Background: an optimization exercise with open tools, aiming at small area, a short achievable clock period and few clock cycles per item. Do not read the settings as production practice.
No functional check of the RTL was part of any run shown here.
Power and IR drop assume default switching activity.

## run.sh

```bash
#!/bin/bash
# synth_recipe.tcl (not shown) runs the flow's synth.tcl, then flattens the netlist and writes it again
# the make line also repeats each setting of config.mk as NAME=value (left out here)
make -C /OpenROAD-flow-scripts/flow DESIGN_CONFIG=/design/flow/config.mk WORK_HOME=/design/flow/orfs CLKGATE_MAP_FILE= SYNTH_SCRIPT=/design/flow/synth_recipe.tcl finish
```

## constraint.sdc

```tcl
create_clock -name core_clock -period 10.0 [get_ports {clk}]
set_input_delay 2.0000 -clock core_clock [delete_from_list [all_inputs] [get_ports {clk}]]
set_output_delay 2.0000 -clock core_clock [all_outputs]
set_load 0.01 [all_outputs]
```

## design.v

```verilog
module winnow_dec (
    input  wire        clk,
    input  wire        rst,
    input  wire        in_valid,
    output wire        in_ready,
    input  wire [7:0]  in_data,
    input  wire [6:0]  in_n,
    output wire        out_valid,
    input  wire        out_ready,
    output wire [31:0] out_data,
    output wire        out_last
);
    localparam S_HDR  = 2'd0;      
    localparam S_FLAG = 2'd1;      
    localparam S_RAW  = 2'd2;      
    localparam S_BITS = 2'd3;      
    localparam D_CODE = 3'd0;      
    localparam D_PART = 3'd1;      
    localparam D_O24  = 3'd2;      
    localparam D_E8   = 3'd3;      
    localparam D_KBIT = 3'd4;      
    localparam D_ESC  = 3'd5;      
    localparam D_SKIP = 3'd6;      
    reg [1:0]  st;
    reg [2:0]  ds;
    reg [6:0]  n;
    reg [4:0]  kk;
    reg [2:0]  lgk;                
    reg        fc;
    reg [1:0]  mode;
    reg [6:0]  cnt;                
    reg [1:0]  wc;                 
    reg [1:0]  bi;                 
    reg [511:0] ring;              
    reg [5:0]  s;                  
    reg [7:0]  flag_c;
    reg [39:0] W;                  
    reg [5:0]  bcnt;
    reg        le32;               
    reg [7:0]  ib;                 
    reg        ibv;
    reg        rdyb;               
    reg        more;               
    reg [4:0]  qr;                 
    reg        qhi;                
    reg [4:0]  kp1;                
    reg        uv;
    reg [24:0] u;                  
    reg        uwarm;
    reg [1:0]  upsel;              
    reg [7:0]  uflag;
    reg        ulast;
    reg        ov;
    reg [31:0] out_word;
    reg        olast;
    reg [23:0] x2;
    wire [23:0] x1 = out_word[31:8];
    assign out_valid = ov;
    assign out_data  = out_word;
    assign out_last  = olast;
    wire s2go    = uv && (!ov || out_ready);
    wire s1_free = !uv || s2go;
    wire in_bits = (st == S_BITS);
    assign in_ready = (st == S_HDR) ||
                      (st == S_FLAG && (fc || s == 6'd0)) ||
                      (st == S_RAW && !uv && (bi != 2'd3 || !ov)) ||
                      (in_bits && rdyb && (!ibv || le32));
    wire in_fire = in_valid && in_ready;
    wire fetch   = in_fire && in_bits;
    wire merge   = ibv && le32;
    reg [5:0] t;                   
    integer i;
    always @(*) begin
        t = 6'd32;
        for (i = 31; i >= 0; i = i - 1)
            if (!W[i]) t = i[5:0];
    end
    wire        warm    = (wc != 2'd0);
    wire        zero_in = (t != bcnt) && !t[5];      
    wire [6:0]  bk      = {1'b0, bcnt} - {2'd0, kk};
    wire        fits    = !bk[6] && (t < bk[5:0]);   
    wire        ones8   = &W[7:0];
    wire        use_t = (ds == D_CODE && !warm) || (ds == D_PART);
    reg  [5:0]  a;
    always @(*) begin
        case (ds)
            D_CODE:  a = warm ? 6'd24 : {1'b0, kp1};
            D_PART:  a = 6'd1;
            D_O24:   a = 6'd24;
            D_E8:    a = 6'd8;
            D_KBIT:  a = {1'b0, kk};
            D_ESC:   a = (bcnt >= 6'd27) ? 6'd27 : 6'd25;
            default: a = 6'd2;
        endcase
    end
    wire [5:0]  c = (use_t ? t : 6'd0) + a;
    wire [4:0]  qt     = qhi ? {2'b11, t[2:0]} : t[4:0];
    wire [39:0] wsh    = (W >> 1) >> t[4:0];
    wire [22:0] kmask  = ~(23'h7FFFFF << kk);
    wire [22:0] low    = ((ds == D_KBIT) ? W[22:0] : wsh[22:0]) & kmask;
    wire [4:0]  qsel   = (ds == D_KBIT) ? qr : qt;
    wire [24:0] u_rice = ({20'd0, qsel} << kk) | {2'd0, low};
    reg        go;                 
    reg        emit;
    reg        wait_bits;          
    reg [24:0] u_n;
    reg        warm_n;
    reg [2:0]  ds_n;
    always @(*) begin
        go        = 1'b0;
        emit      = 1'b0;
        wait_bits = 1'b0;
        u_n       = u_rice;
        warm_n    = 1'b0;
        ds_n      = ds;
        case (ds)
            D_CODE: begin
                if (warm) begin
                    if (bcnt >= 6'd24) begin
                        go     = 1'b1;
                        emit   = 1'b1;
                        u_n    = {1'b0, W[23:0]};
                        warm_n = 1'b1;
                    end else
                        wait_bits = 1'b1;
                end else if (qhi && ones8 && bcnt >= 6'd8) begin
                    ds_n = D_E8;
                end else if (zero_in) begin
                    if (fits) begin
                        go   = 1'b1;
                        emit = 1'b1;
                    end else if (bcnt >= 6'd33)
                        ds_n = D_PART;
                    else
                        wait_bits = 1'b1;
                end else if (bcnt >= 6'd25) begin
                    ds_n = D_O24;
                end else
                    wait_bits = 1'b1;
            end
            D_PART: begin
                go   = 1'b1;
                ds_n = D_KBIT;
            end
            D_O24: begin
                go   = 1'b1;
                ds_n = D_CODE;
            end
            D_E8: begin
                go   = 1'b1;
                ds_n = D_ESC;
            end
            D_KBIT: begin
                if (bcnt >= {1'b0, kk}) begin
                    go   = 1'b1;
                    emit = 1'b1;
                    ds_n = D_CODE;
                end else
                    wait_bits = 1'b1;
            end
            D_ESC: begin
                if (bcnt >= 6'd25) begin
                    go   = 1'b1;
                    emit = 1'b1;
                    u_n  = W[24:0];
                    ds_n = (bcnt >= 6'd27) ? D_CODE : D_SKIP;
                end else
                    wait_bits = 1'b1;
            end
            default: begin  
                if (bcnt >= 6'd2) begin
                    go   = 1'b1;
                    ds_n = D_CODE;
                end else
                    wait_bits = 1'b1;
            end
        endcase
        if (!in_bits || (emit && !s1_free)) begin
            go   = 1'b0;
            emit = 1'b0;
            ds_n = ds;
        end
        if (!in_bits)
            wait_bits = 1'b0;
    end
    wire do_emit = emit;
    wire [39:0] W_ins  = W | (merge ? ({32'd0, ib} << bcnt) : 40'd0);
    wire [39:0] W_sh   = W_ins >> c;
    wire [39:0] W_next = go ? W_sh : W_ins;
    wire [5:0]  bcnt_m = bcnt + (merge ? 6'd8 : 6'd0);
    wire [5:0]  bcnt_n = go ? (bcnt_m - c) : bcnt_m;
    wire [4:0]  cur_lb  = (ds == D_KBIT) ? kk :
                          (ds == D_ESC)  ? 5'd27 :
                          (ds == D_SKIP) ? 5'd2 :
                          (ds == D_CODE && warm) ? 5'd24 : (kk + 5'd1);
    wire [10:0] rest_sh = {4'd0, cnt} << lgk;
    wire [5:0]  rest_lb = (rest_sh[10:6] != 5'd0) ? 6'd63 : rest_sh[5:0];
    wire [6:0]  lb      = {2'd0, cur_lb} + {1'b0, rest_lb};
    wire [6:0]  held    = {1'b0, bcnt} + (ibv ? 7'd8 : 7'd0);
    wire        lb_a0   = held < lb;
    wire        lb_a1   = (held + 7'd8) < lb;
    wire        more_n  = wait_bits && !ibv && !fetch;
    wire last_code = (cnt == 7'd0);
    wire [23:0] e  = uwarm ? u[23:0] : (u[24:1] ^ {24{u[0]}});
    wire [23:0] pa = (upsel == 2'd0) ? 24'd0 :
                     (upsel == 2'd1) ? x1 : {x1[22:0], 1'b0};
    wire [23:0] pb = (upsel == 2'd2) ? ~x2 : 24'd0;
    wire        pc = (upsel == 2'd2);
    wire [23:0] cs_s = e ^ pa ^ pb;
    wire [23:0] cs_c = (e & pa) | (e & pb) | (pa & pb);
    wire [23:0] x    = cs_s + {cs_c[22:0], pc};
    always @(posedge clk) begin
        ring <= {ring[503:0], (in_fire && st == S_FLAG) ? in_data : ring[511:504]};
    end
    always @(posedge clk) begin
        if (fetch)
            ib <= in_data;
        if (s2go) begin
            out_word <= {x, uflag};
            olast    <= ulast;
            x2       <= x1;
        end else if (in_fire && st == S_RAW && bi == 2'd3) begin
            out_word <= {in_data, u[23:0]};
            olast    <= last_code;
        end
        if (do_emit) begin
            u     <= u_n;
            uwarm <= warm_n;
            upsel <= warm_n ? 2'd0 : mode;
            uflag <= fc ? flag_c : ring[8*s +: 8];
            ulast <= last_code;
        end else if (in_fire && st == S_RAW) begin
            u[8*bi +: 8] <= in_data;
        end
        if (ds == D_PART)
            qr <= qt;
    end
    always @(posedge clk) begin
        if (rst) begin
            st    <= S_HDR;
            ds    <= D_CODE;
            n     <= 7'd1;
            kk    <= 5'd0;
            kp1   <= 5'd1;
            qhi   <= 1'b0;
            lgk   <= 3'd0;
            fc    <= 1'b0;
            mode  <= 2'd0;
            cnt   <= 7'd0;
            wc    <= 2'd0;
            bi    <= 2'd0;
            s     <= 6'd0;
            flag_c <= 8'd0;
            W     <= 40'd0;
            bcnt  <= 6'd0;
            le32  <= 1'b1;
            ibv   <= 1'b0;
            rdyb  <= 1'b0;
            more  <= 1'b0;
            uv    <= 1'b0;
            ov    <= 1'b0;
        end else begin
            if (s2go || (in_fire && st == S_RAW && bi == 2'd3))
                ov <= 1'b1;
            else if (out_ready)
                ov <= 1'b0;
            if (do_emit)
                uv <= 1'b1;
            else if (s2go)
                uv <= 1'b0;
            W    <= in_bits ? W_next : 40'd0;
            bcnt <= in_bits ? bcnt_n : 6'd0;
            le32 <= in_bits ? (bcnt_n <= 6'd32) : 1'b1;
            ibv  <= in_bits && (fetch || (ibv && !merge));
            more <= in_bits && more_n;
            rdyb <= in_bits && (more_n || (fetch ? lb_a1 : lb_a0));
            ds <= ds_n;
            if (go && ds != D_CODE)
                qhi <= (ds == D_O24);
            else if (go)
                qhi <= 1'b0;
            case (st)
                S_HDR: begin
                    s <= 6'd0;
                    if (in_fire) begin
                        n    <= in_n;
                        cnt  <= in_n - 7'd1;
                        kk   <= in_data[7:3];
                        kp1  <= in_data[7:3] + 5'd1;
                        qhi  <= 1'b0;
                        lgk  <= (in_data[7:3] >= 5'd15) ? 3'd4 :
                                (in_data[7:3] >= 5'd7)  ? 3'd3 :
                                (in_data[7:3] >= 5'd3)  ? 3'd2 :
                                (in_data[7:3] >= 5'd1)  ? 3'd1 : 3'd0;
                        fc   <= in_data[2];
                        mode <= in_data[1:0];
                        wc   <= (in_data[1:0] == 2'd3) ? 2'd0 : in_data[1:0];
                        bi   <= 2'd0;
                        ds   <= D_CODE;
                        st   <= (in_data[1:0] == 2'd3) ? S_RAW : S_FLAG;
                    end
                end
                S_FLAG: begin
                    if (in_fire) begin
                        flag_c <= in_data;
                        cnt    <= cnt - 7'd1;
                        if (fc || cnt == 7'd0) begin
                            st   <= S_BITS;
                            cnt  <= n - 7'd1;
                            s    <= n[5:0] - 6'd1;
                            rdyb <= 1'b1;
                        end
                    end else begin
                        s <= s + 6'd1;
                    end
                end
                S_RAW: begin
                    if (in_fire) begin
                        bi <= bi + 2'd1;
                        if (bi == 2'd3) begin
                            cnt <= cnt - 7'd1;
                            if (last_code)
                                st <= S_HDR;
                        end
                    end
                end
                default: begin  
                    s <= s + (do_emit ? 6'd0 : 6'd1);
                    if (do_emit) begin
                        cnt <= cnt - 7'd1;
                        if (warm_n)
                            wc <= wc - 2'd1;
                        if (last_code)
                            st <= S_HDR;
                    end
                end
            endcase
        end
    end
endmodule
```

## config.mk

```make
export PLATFORM = sky130hd
export DESIGN_NAME = winnow_dec
export DESIGN_NICKNAME = winnow_dec
export VERILOG_FILES = /design/flow/design.v
export SDC_FILE = /design/flow/constraint.sdc
export NUM_CORES = 4
export LEC_CHECK = 0
export CAP_MARGIN = 20
export CORE_MARGIN = 2
export CORE_UTILIZATION = 40
export SETUP_SLACK_MARGIN = 5
export SLEW_MARGIN = 20
```

==> flow_summary.ini, run 1 <==
[run_status]
outcome = finished clean

[sta]
clock_skew_ns = 0.0305
fmax_ghz = 0.204
fin_hold_ws_ns = 0.338
slew-limit-headroom_pct = 33.3
slew_violations = 0
rsz0062_at_grt = true
setup_slack_ns = 5.10
fin_crit_sh_pct = 49.0
tns_ns = 0
hold_violations = 0
finalSetupViolCount = 0
tightest_slew_ns = 0.999
period_minus_slack_ns = 4.90

[cells_and_area]
area_growth_pct = 12.8
nets = 3450
drive_gt1_share_pct = 16.4
final_cells = 4529
diodes = 0

[critical_path]
regToRegSetupSlack_ns = 5.10
crit_path_max_incr_delay_ns = 0.63
end_kind = register
cp_slowest_cell = dfxtp_1
cp_cell_sequence = nand4_4 > or4_4 > nand2_2 > clkinv_2 > ha_1 > and4_1 > a21oi_1 > o311a_1 > and2_1 > a31o_4 > a22oi_4 > clkbuf_8 > nor2_1 > xnor2_1 > or4_1
crit_end = le32
r2r-end = le32
worstSetupStartpointType = register
startpoint = W[19]
crit_fanout = 63
cp.arrival_ns = 5.39
critical_path_depth = 15
crit_type = register to register
crit_buf_inv = 2
reg2reg_depth = 15
critPathRequiredTime_ns = 10.49
r2r_start = W[19]
cpLargestDelayFamily = simple AND/OR/NAND/NOR gates

[run]
cap_viol_max_count = 0

[synth]
yosys_warnings = 1
seq_area_frac_synth_pct = 44.1
ys.flop_type = dfxtp_1
syn_nets = 3489
avgSynthCellArea_sq_um = 10.5
synthArstFlopShare_pct = 0
ys_seq_elements = 724
synth_cells = 3355
synth_cell_types = 100
synth_area_sq_mm = 0.0353
synth_edf_count = 107

[drt]
dr.pass1.iters = 8
wl_met1_microns = 45200
dr_wl_met2_microns = 47400
routed-wl-met3_microns = 8220
drt-initial-drc-count = 2774
routed.top_layer = met5
vias = 26800
via_per_inst = 5.92
drc_errors = 0
postRouteAntennaNets = 0
wirelength_microns = 106000
post_drt_wl_per_cell_microns = 23.3

[pwr]
p_clk_share_pct = 33.6
swShare_pct = 32.2
p_comb_share_pct = 26.9
power_density_mw_per_mm2 = 214
intPower_uw = 5770
switching_power_uw = 2740
power.share.sequential_pct = 39.5
leakage_uw = 0.0145
irDropWorstVdd_v = 0.000152

[floorplanning]
top_level_ports = 54
core_area_sq_mm = 0.0872
die_h_microns = 301
dieArea_sq_mm = 0.0907
rows = 108
initial_core_util_pct = 40.5
die_w_microns = 301

[global_routing]
grt_pass1_vias = 26300
grt_max_degree = 69
antenna_found_initial = 2
grt_pass1_wl_microns = 163000
grt_usage_pct = 23.1
grt_overflow = 0

[worst_hold_path]
hold_class = register to register

[place]
place.detailed.hpwl_microns = 72900
place.gp.congestion = 1.00
port-buffer-count = 53
dp.cells = 4367
pre_cts_ws_ns = 3.89

[clock_network]
htree_levels = 3
cts.clk_slew.worst_paths_ns = 0.06
cts_tree = done
hold_buffers = 0
cts_buffers = 74
cts-root-buf = clkbuf_16
cts_buffer_depth = 3
insertion_delay_ns = 0.64
cts.sinks = 724
[placed cells by master (no fill, tap or decap), drive strengths merged, types with 71 or more instances in the layout]
| cell | netlist | final |
|---|---|---|
| buf | 89 | 80 |
| ha | 87 | 87 |
| mux2i | 150 | 150 |
| dfxtp | 617 | 617 |
| nor3 | 71 | 71 |
| mux4 | 195 | 195 |
| nand2 | 305 | 305 |
| a21oi | 203 | 203 |
| edfxtp | 107 | 107 |
| nor2 | 221 | 221 |
| inv | 118 | 127 |
| o21ai | 166 | 166 |
| clkbuf | 164 | 100 |
[stage by stage]
step,area [sq um],util [%],total power (uW)
4_1_cts,39400,45.2,8520
5_1_grt,39800,45.7,8940
2_1_floorplan,35300,-,5060
3_3_place_gp,36700,42.1,5620
6_report,39800,45.7,8510
3_5_place_dp,36700,42.1,5630
[sequential cells by signal, indices dropped and copies added (netlist names), 3 cells and up]
name      cells
ib            8
cnt           7
ds            3
bcnt          6
uflag         8
s             6
u            25
W            40
out_word     32
lgk           3
flag_c        8
ring        512
n             7
qr            5
kp1           5
kk            5
x2           24
[cell type report]
type | instances | area, sq um
Timing Repair Buffer | 137 | 1360
Clock inverter | 39 | 454
Multi-Input combinational cell | 2256 | 18400
Tap cell | 1155 | 1450
Clock buffer | 95 | 2070
Timing Repair inverter | 1 | 5.00
Sequential cell | 724 | 15600
Inverter | 122 | 489
Fill cell | 8051 | 47300
[metal layers]
metal  GRT usage, %  vias up
li1               -    12400
met1           31.1    13000
met2           36.0     1140
met3           4.98      291
met4           9.49        4
met5              0        -
[cell usage after synthesis, drive strengths merged, types with 24 or more instances]
| cell | n | share of area, % |
|---|---|---|
| nor2 | 221 | 2.3 |
| buf | 89 | 1.3 |
| nand2 | 305 | 3.3 |
| fa | 28 | 1.6 |
| edfxtp | 107 | 9.1 |
| xnor2 | 59 | 1.5 |
| dfxtp | 617 | 35 |
| xor2 | 27 | 0.67 |
| a21oi | 203 | 2.9 |
| a31oi | 43 | 0.82 |
| nand2b | 44 | 0.78 |
| mux2 | 47 | 1.5 |
| a211oi | 60 | 1.4 |
| o21ai | 166 | 2.4 |
| mux4 | 195 | 12 |
| o22ai | 35 | 0.62 |
| a221oi | 36 | 0.89 |
| inv | 118 | 1.3 |
| a22oi | 44 | 0.97 |
| ha | 87 | 3.1 |
| nor2b | 39 | 0.69 |
| nand3 | 68 | 0.96 |
| mux2i | 150 | 4.3 |
| nor3 | 71 | 1.0 |
| clkbuf | 164 | 1.7 |
| o211ai | 24 | 0.51 |
[power by group through the flow]
stage	clock network [uW]	registers (uW)	logic, uW
floorplan	0	3310	1750
global placement	0	3450	2170
detailed placement	0	3460	2170
CTS	2920	3370	2240
global route	3030	3390	2510
finish	2860	3370	2290
[how the worst min path moves through the flow]
stage                          from   endpoint  slack [ns]  depth (start not counted)
after global routing      ring[437]  ring[445]        0.34                          0
after global placement    ring[277]  ring[285]        0.33                          0
after CTS                 ring[227]  ring[235]        0.34                          0
after floorplan           ring[112]  ring[120]        0.33                          0
final                       ring[5]   ring[13]        0.34                          0
after detailed placement   ring[17]   ring[25]        0.33                          0
[repair_timing]
action	4_1_cts	5_1_grt
pin swaps	0	8
buffers inserted	3	18
setup endpoints to repair	102	95
gates resized for setup	27	66
cloned	1	5
[kinds of logic (layout without fill, tap and decap cells)]
kind of cell,count (synthesis),after routing,share of synthesized area [%]
compound gates,798,798,15.2
xor+xnor,86,86,2.15
fa+ha+maj,115,115,4.67
buf+inv,375,394,4.31
flops,724,724,44.1
mux,392,392,18.2
simple gates,865,865,11.4
==> run 2: changes to the inputs <==
--- a/config.mk
+++ b/config.mk
@@ -7,6 +7,6 @@
 export LEC_CHECK = 0
 export CAP_MARGIN = 20
 export CORE_MARGIN = 2
-export CORE_UTILIZATION = 40
+export CORE_UTILIZATION = 65
 export SETUP_SLACK_MARGIN = 5
 export SLEW_MARGIN = 20
==> run 2 against run 1 <==
The run now fails in global routing. Synthesized cell count unchanged. Area after synthesis unchanged.
==> flow_summary.ini, run 2 <==
[synth]
synth_common_cells = 617 x dfxtp_1, 303 x nand2_1, 221 x nor2_1
synth_top_area_cell = dfxtp_1
yosysTopAreaCellShare_pct = 35.0
synth_cells = 3355
syn_nets = 3489
synth.most_common_cell = dfxtp_1
ys.flop_type = dfxtp_1
netlist_top_cells_area = dfxtp_1 35%, mux4_2 12%, edfxtp_1 9.1%
avgSynthCellArea_sq_um = 10.5
synth_edf_count = 107
synthArstFlopShare_pct = 0
ys_seq_elements = 724
yosys_warnings = 1
seq_area_frac_synth_pct = 44.1
synth_area_sq_mm = 0.0353
synth_cell_types = 100

[floorplanning]
initial_core_util_pct = 65.6
rows = 85
die_h_microns = 237
top_level_ports = 54
die_w_microns = 237

[global_routing]
grt_max_degree = 102
grt_overflow = 104
grt_usage_pct = 73.6
antenna_found_initial = 53

[run_status]
haltStage = global routing
outcome = stopped before the end
error = [ERROR GRT-0232] Routing congestion too high. Check the congestion heatmap in the GUI.

[clock_network]
cts-root-buf = clkbuf_16
cts_buffer_depth = 3
cts.sinks = 724
cts_buffers = 69
hold_buffers = 0
htree_levels = 3

[place]
place.detailed.hpwl_microns = 85900
place.gp.congestion = 1.01
placed_area_sq_mm = 0.0361
port-buffer-count = 53

[sta]
endpoint_type = register input
worst_endpoint = rdyb$_SDFF_PP0_/D
[run 2: cell counts after synthesis]
No cell type changed its count.
[run 2: layer usage]
layer / track usage [%] / overflow
met1: 77.2 / 5
met2: 87.6 / 47
met3: 60.3 / 8
met4: 64.4 / 44
met5: 36.5 / 0
[run 2: logic make-up after synthesis]
family / count (synthesis) / share of synthesized area (%)
AND/OR/NAND/NOR: 865 / 11.4
AO/OA/AOI/OAI: 798 / 15.2
flip-flops: 724 / 44.1
multiplexers: 392 / 18.2
buffers and inverters: 375 / 4.31
adder cells (fa/ha/maj): 115 / 4.67
XOR/XNOR: 86 / 2.15
[run 2: power by group through the flow]
stage | logic [uW] | clock network (uW) | registers, uW
4_1_cts | 2580 | 2740 | 3430
3_5_place_dp | 2280 | 0 | 3490
2_1_floorplan | 1750 | 0 | 3310
3_3_place_gp | 2110 | 0 | 3440
[run 2: worst max path at each step]
stage | from | slack [ns] | end | depth (start not counted)
floorplan | W[30] | 5.02 | le32 | 25
global placement | W[24] | 4.54 | W[0] | 20
detailed placement | W[24] | 4.44 | le32 | 19
CTS | lgk[1] | 4.96 | rdyb | 19
[run 2: metrics by stage]
stage	setup WS [ns]	utilization [%]	std cells	power [uW]
after CTS	4.96	71.9	4037	8740
after detailed placement	4.44	67.0	3901	5770
after global placement	4.54	67.0	3901	5550
after floorplan	5.02	-	3355	5060
[run 2: what timing repair did]
action	4_1_cts
endpoints found under the setup margin	110
pin swaps	5
setup buffers	10
gates resized for setup	60
==> run 3: changes to the inputs <==
==> flow/run.sh (new file) <==
#!/bin/bash
set -euo pipefail
sed 's/CLKGATE_MAP_FILE= /CLKGATE_MAP_FILE= SETUP_SLACK_MARGIN=6.0 /' standard.sh > standard_margin.sh
bash standard_margin.sh > make_flow.log 2>&1
==> standard.sh (new file) <==
#!/bin/bash
# synth_recipe.tcl (not shown) runs the flow's synth.tcl, then flattens the netlist and writes it again
# the make line also repeats each setting of config.mk as NAME=value (left out here)
make -C /OpenROAD-flow-scripts/flow DESIGN_CONFIG=/design/flow/config.mk WORK_HOME=/design/flow/orfs CLKGATE_MAP_FILE= SYNTH_SCRIPT=/design/flow/synth_recipe.tcl "${@:-finish}"
--- a/config.mk
+++ b/config.mk
@@ -7,6 +7,5 @@
 export LEC_CHECK = 0
 export CAP_MARGIN = 20
 export CORE_MARGIN = 2
-export CORE_UTILIZATION = 65
-export SETUP_SLACK_MARGIN = 5
+export CORE_UTILIZATION = 40
 export SLEW_MARGIN = 20
removed: run.sh
==> run 3 against run 2 <==
The run now finishes clean. Area after synthesis stayed put. Synthesized cell count stayed put.
==> flow_summary.ini, run 3 <==
[run_status]
outcome = finished clean

[synth]
synth_top_family_by_area = multiplexers
seq_area_frac_synth_pct = 44.1
yosys_warnings = 1
synth.most_common_cell = dfxtp_1
avgSynthCellArea_sq_um = 10.5
synthArstFlopShare_pct = 0
synth_area_sq_mm = 0.0353
syn_nets = 3489
synth_compound_area_share_pct = 15.2
synth_top_area_cell = dfxtp_1
synth_common_cells = 617 x dfxtp_1, 303 x nand2_1, 221 x nor2_1
ys_seq_elements = 724
synth_edf_count = 107
synthAdderAreaFrac_pct = 4.67
synth_cell_types = 100
synthMuxAreaShare_pct = 18.2
yosysTopAreaCellShare_pct = 35.0
synth-simple-area-share_pct = 11.4
synth_xor_area_share_pct = 2.15
netlist_top_cells_area = dfxtp_1 35%, mux4_2 12%, edfxtp_1 9.1%
ys.flop_type = dfxtp_1
synth_cells = 3355

[critical_path]
cp.arrival_ns = 4.65
r2r_start = W[30]
critical_path_depth = 20
cpLargestDelayFamily = compound AO/OA/AOI/OAI gates
crit_path_max_incr_delay_ns = 0.60
crit_type = register to register
cp_slowest_cell = fa_2
crit_end = le32
crit_fanout = 4
regToRegSetupSlack_ns = 5.84
crit_buf_inv = 3
worstSetupStartpointType = register
critPathRequiredTime_ns = 10.49
r2r-end = le32
startpoint = W[30]
reg2reg_depth = 20
end_kind = register
cp_cell_sequence = nor2b_4 > o221ai_2 > a211o_1 > a211oi_4 > buf_6 > and2_4 > ha_4 > inv_2 > fa_2 > buf_12 > ha_4 > nor2b_4 > o21ai_2 > nand2b_1 > a21o_1 > a21oi_2 > xor2_1 > nor2_1 > xnor2_1 > or4_1

[pwr]
intPower_uw = 5970
irDropWorstVdd_v = 0.000155
power_density_mw_per_mm2 = 210
p_clk_share_pct = 31.4
power_uw = 8870
power.share.sequential_pct = 37.5
p_comb_share_pct = 31.0
leakage_uw = 0.0155
swShare_pct = 32.7
switching_power_uw = 2900

[global_routing]
grt_pass1_vias = 27100
antenna_found_initial = 2
grt_overflow = 0
grt_max_degree = 64
grt_pass1_wl_microns = 166000
grt_usage_pct = 23.5

[floorplanning]
rows = 108
core_area_sq_mm = 0.0872
initial_core_util_pct = 40.5
die_w_microns = 301
die_h_microns = 301
dieArea_sq_mm = 0.0907
top_level_ports = 54

[cells_and_area]
multiInputGateArea_sq_mm = 0.0194
largest_reg_flops = 512
layout_commonest_cell = dfxtp_1
final_cell_mix = 566 x dfxtp_1, 291 x nand2_1, 208 x nor2_1
area_growth_pct = 19.9
regMostFlops = ring
fillers = 7864
reg.largest.list = ring: 512 flops, W: 40 flops, out_word: 32 flops
register_area_sq_mm = 0.0157
diodes = 0
final_cell_area_sq_mm = 0.0423
drive_gt1_share_pct = 24.3
nets = 3570

[sta]
tns_ns = 0
tightest_slew_ns = 1.35
slew-limit-headroom_pct = 8.85
hold_violations = 0
finalSetupViolCount = 0
period_minus_slack_ns = 4.16
fmax_ghz = 0.240
setup_slack_ns = 5.84
clock_skew_ns = 0.0182
fin_hold_ws_ns = 0.334
rsz0062_at_grt = true
fin_crit_sh_pct = 41.6
slew_violations = 0

[clock_network]
cts-root-buf = clkbuf_16
cts_buffers = 73
cts_tree = done
cts.sinks = 724
cts_buffer_depth = 3
htree_levels = 3
insertion_delay_ns = 0.62
cts.clk_slew.worst_paths_ns = 0.06

[drt]
dr.pass1.iters = 8
drt-initial-drc-count = 2818
postRouteAntennaNets = 0
drc_errors = 0
via_per_inst = 6.02
wirelength_microns = 110000
post_drt_wl_per_cell_microns = 23.8
vias = 28000

[worst_hold_path]
hold_class = register to register

[run]
cap_viol_max_count = 0

[place]
place.gp.congestion = 1.01
port-buffer-count = 53
pre_cts_ws_ns = 4.46
place.detailed.hpwl_microns = 71600
placed_area_sq_mm = 0.0367
-- run 3: final cells by class --
type	instances	area share, %
Clock buffer	100	5.01
Clock inverter	31	0.869
Timing Repair inverter	5	0.136
Tap cell	1155	3.41
Inverter	122	1.35
Timing Repair Buffer	254	6.36
Sequential cell	724	37.1
Multi-Input combinational cell	2256	45.7
-- run 3: worst min-delay path by stage --
| stage | to | startpoint | depth (start not counted) | slack (ns) |
|---|---|---|---|---|
| 2_1_floorplan | ring[120] | ring[112] | 0 | 0.33 |
| 3_3_place_gp | ring[253] | ring[245] | 0 | 0.33 |
| 3_5_place_dp | ring[509] | ring[501] | 0 | 0.33 |
| 4_1_cts | ring[351] | ring[343] | 0 | 0.34 |
| 5_1_grt | ring[426] | ring[418] | 0 | 0.34 |
| 6_report | ring[250] | ring[242] | 0 | 0.33 |
-- run 3: power groups by stage --
stage | clock network [uW] | logic, uW | registers [uW]
after floorplan | 0 | 1780 | 3310
after global placement | 0 | 2150 | 3470
after detailed placement | 0 | 2160 | 3480
after CTS | 2850 | 2520 | 3330
after global routing | 2970 | 2970 | 3350
final | 2790 | 2750 | 3330
-- run 3: cell families after synthesis --
group | Yosys count
flops | 724
mux | 392
compound gates | 798
fa+ha+maj | 115
simple gates | 865
buf+inv | 375
xor+xnor | 86
-- run 3: what timing repair did --
action,4_1_cts,5_1_grt
pin swaps,25,81
hold buffers,0,0
cloned,12,7
gates resized for setup,227,206
buffers inserted,59,80
setup endpoints to repair,151,127
-- run 3: per-stage QoR --
stage	instances	utilization (%)
floorplan	3355	-
CTS	4560	46.8
detailed placement	4358	42.2
finish	4647	48.6
global placement	4358	42.1
global route	4647	48.6
-- run 3: worst register-to-register path, cell delays in order (launching register included) --
cell	delay (ns)
dfxtp_4	0.36
nor2b_4	0.15
o221ai_2	0.11
a211o_1	0.36
a211oi_4	0.22
buf_6	0.13
and2_4	0.14
ha_4	0.13
inv_2	0.04
fa_2	0.60
buf_12	0.13
ha_4	0.19
nor2b_4	0.12
o21ai_2	0.12
nand2b_1	0.08
a21o_1	0.20
a21oi_2	0.15
xor2_1	0.16
nor2_1	0.07
xnor2_1	0.13
or4_1	0.46
-- run 3: routing by layer --
metal / global-route usage (%) / share of wire (%)
met4: 9.97 / 4.2
met3: 4.55 / 7.9
met5: 0 / 0.024
met2: 37.2 / 46
met1: 31.5 / 42
==> run 4: changes to the inputs <==
==> flow/run.sh (replaced) <==
#!/bin/bash
set -euo pipefail
sed 's/CLKGATE_MAP_FILE= /CLKGATE_MAP_FILE= SETUP_SLACK_MARGIN=6.5 /' standard.sh > standard_margin.sh
bash standard_margin.sh > make_flow.log 2>&1
==> run 4 against run 3 <==
Sequential power hardly changed. Count of clock-buffer cells in the layout is 6 higher. Final cell count is 4.2% higher. Global-route usage is 2.1 points higher. Area after synthesis stayed put. Worst setup slack better by 0.054 ns. Sequential cell count stayed put. Clock skew is 0.014 ns higher. Die area stayed put. Hold slack worse by 0.0056 ns. Synthesized cell count stayed put. Critical path depth stayed put. Critical path type unchanged.
==> flow_summary.ini, run 4 <==
[drt]
drc_errors = 0
postRouteAntennaNets = 0
vias = 29500
dr.pass1.iters = 8
post_drt_wl_per_cell_microns = 24.7
wirelength_microns = 120000
drt-initial-drc-count = 3231
via_per_inst = 6.09

[sta]
rsz0062_at_grt = true
slew_violations = 0
clock_skew_ns = 0.0321
tns_ns = 0
fin_crit_sh_pct = 41.1
finalSetupViolCount = 0
period_minus_slack_ns = 4.11
fmax_ghz = 0.243
hold_violations = 0
slew-limit-headroom_pct = 32.4
tightest_slew_ns = 1.00

[run]
cap_viol_max_count = 0

[synth]
synthArstFlopShare_pct = 0
synth_cells = 3355
synth_area_sq_mm = 0.0353
avgSynthCellArea_sq_um = 10.5
synth_cell_types = 100
yosysTopAreaCellShare_pct = 35.0
synth.most_common_cell = dfxtp_1
yosys_warnings = 1
synth_top_area_cell = dfxtp_1
syn_nets = 3489
netlist_top_cells_area = dfxtp_1 35%, mux4_2 12%, edfxtp_1 9.1%
synth_edf_count = 107
seq_area_frac_synth_pct = 44.1
ys.flop_type = dfxtp_1
ys_seq_elements = 724
synth_common_cells = 617 x dfxtp_1, 303 x nand2_1, 221 x nor2_1

[clock_network]
htree_levels = 3
cts.clk_slew.worst_paths_ns = 0.06
cts_buffer_depth = 3
insertion_delay_ns = 0.64
cts_buffers = 76
cts-root-buf = clkbuf_16
cts_tree = done
cts.sinks = 724

[place]
dp.cells = 4361
place.detailed.hpwl_microns = 73000
port-buffer-count = 53
place.gp.congestion = 1.00

[floorplanning]
top_level_ports = 54
die_w_microns = 301
dieArea_sq_mm = 0.0907
rows = 108
die_h_microns = 301
core_area_sq_mm = 0.0872
initial_core_util_pct = 40.5

[worst_hold_path]
min_from = ring[198]
hold_class = register to register
min_path_cells = 0

[critical_path]
cp.arrival_ns = 4.58
startpoint = W[30]
crit_path_max_incr_delay_ns = 0.40
reg2reg_depth = 20
r2r_start = W[30]
cp_slowest_cell = fa_2
critical_path_depth = 20
cp_cell_sequence = nor2b_2 > o221ai_2 > a211o_1 > a211oi_4 > and2_4 > ha_4 > inv_2 > fa_2 > xnor2_4 > buf_12 > buf_4 > buf_12 > buf_8 > o211ai_1 > o21ai_4 > o21ai_2 > mux2i_1 > buf_4 > a221oi_4 > a211oi_2
critPathRequiredTime_ns = 10.47
crit_fanout = 6
end_kind = register
worstSetupStartpointType = register
cpLargestDelayFamily = compound AO/OA/AOI/OAI gates
crit_type = register to register
crit_buf_inv = 6

[cells_and_area]
drive_gt1_share_pct = 34.7
regMostFlops = ring
register_area_sq_mm = 0.0158
nets = 3761
final_cell_mix = 561 x dfxtp_1, 266 x nand2_1, 236 x buf_4
reg.largest.list = ring: 512 flops, W: 40 flops, out_word: 32 flops
diodes = 0
final_cells = 4842
largest_reg_flops = 512
layout_commonest_cell = dfxtp_1
multiInputGateArea_sq_mm = 0.0213
fillers = 7376
area_growth_pct = 31.8

[pwr]
power_uw = 9490
leakage_uw = 0.0172
power_density_mw_per_mm2 = 204
irDropWorstVdd_v = 0.000162

[run_status]
outcome = finished clean

[global_routing]
grt_pass1_vias = 28700
grt_usage_pct = 25.6
grt_pass1_wl_microns = 179000
grt_max_degree = 75
grt_overflow = 0
antenna_found_initial = 2
run 4: changes by cell type in the layout (fill, tap and decap cells not counted), sizes merged:
cell	before	now
bufinv	4	6
nand2	305	310
clkinv	28	24
clkbuf	104	109
o31ai	19	20
clkdlybuf4s50	49	13
nor2b	39	40
buf	193	367
dlygate4sd2	0	35
dlymetal6s2s	2	1
bufbuf	6	11
inv	119	127
run 4: routing by layer:
layer	routed length, microns	global-route usage (%)
met3	11300	6.02
met4	5930	11.5
met5	23	0
met1	47600	33.5
met2	54700	40.3
run 4: what timing repair did:
| action | in CTS | in global routing |
|---|---|---|
| setup endpoints to repair | 240 | 192 |
| hold buffers | 0 | 0 |
| cloned | 32 | 5 |
| setup buffers | 227 | 79 |
| resized for setup | 661 | 242 |
| pin swaps | 154 | 130 |
run 4: report_power, final:
group | internal [uW] | switching, uW
clock network | 1760 | 1210
logic | 1420 | 1780
registers | 3170 | 155
run 4: cell type report:
class / instances / area share, %
clock buffer: 106 / 4.85
clock inverter: 32 / 0.890
inverter: 122 / 1.28
multi-input combinational: 2263 / 45.6
sequential: 724 / 33.8
tap: 1155 / 3.10
timing repair buffer: 430 / 10.1
timing repair inverter: 10 / 0.328
run 4: through the flow:
| step | area [sq um] | hold WS (ns) | worst slack [ns] | utilization, % |
|---|---|---|---|---|
| CTS | 44800 | 0.333 | 6.01 | 51.4 |
| global placement | 37000 | 0.327 | 4.73 | 42.5 |
| detailed placement | 37000 | 0.331 | 4.64 | 42.5 |
| finish | 46600 | 0.328 | 5.89 | 53.4 |
| floorplan | 36000 | 0.326 | 5.36 | - |
| global route | 46600 | 0.346 | 5.76 | 53.4 |
run 4: final timing paths:
check,end,slack (ns)
worst min-delay path,ring[206],0.33
worst min register to register,ring[206],0.33
worst max register to register,W[0],5.89
worst max-delay path,W[0],5.89
run 4: cell families (layout without fill, tap and decap cells):
group	after synthesis	in the layout	synth area share, %
xor gates and xnor gates	86	86	2.15
AOI/OAI and AO/OA	798	799	15.2
buffers and inverters	375	700	4.31
adders and majority gates	115	115	4.67
DFF	724	724	44.1
muxes	392	392	18.2
and+or+nand+nor	865	871	11.4

-- re-timing with driven ports --
The results above use ideal ports. As a check the final layouts listed here were re-extracted and re-timed, cells and wires unchanged.
Step 1 assumes that a clkbuf_16 drives the clock port and a buf_2 every other input.
Step 2 moves the port delays by t, midway between the first and last clock arrival at a register: inputs arrive t later, outputs are due t later. That takes back most of the time a late clock gives input paths.
a / b / c = no drivers / after step 1 / after step 2; a / b = the first two.
run | t (ns) | slack for setup (ns) | hold WS [ns] | worst setup path after step 2 | pins driven straight from the clock port
run 1 | 0.689 | 5.098 / 5.098 / 5.098 | 0.338 / 0.338 / 0.338 | register to register | 1
run 3 | 0.677 | 5.838 / 5.838 / 5.415 | 0.334 / 0.334 / 0.334 | input to register | 1
run 4 | 0.688 | 5.891 / 5.891 / 5.555 | 0.328 / 0.328 / 0.328 | input to register | 1
After both steps setup and hold are still met in every run listed. The setup slack of run 3, which loses most, moves by 0.000 ns with the drivers and by -0.423 ns with both steps.
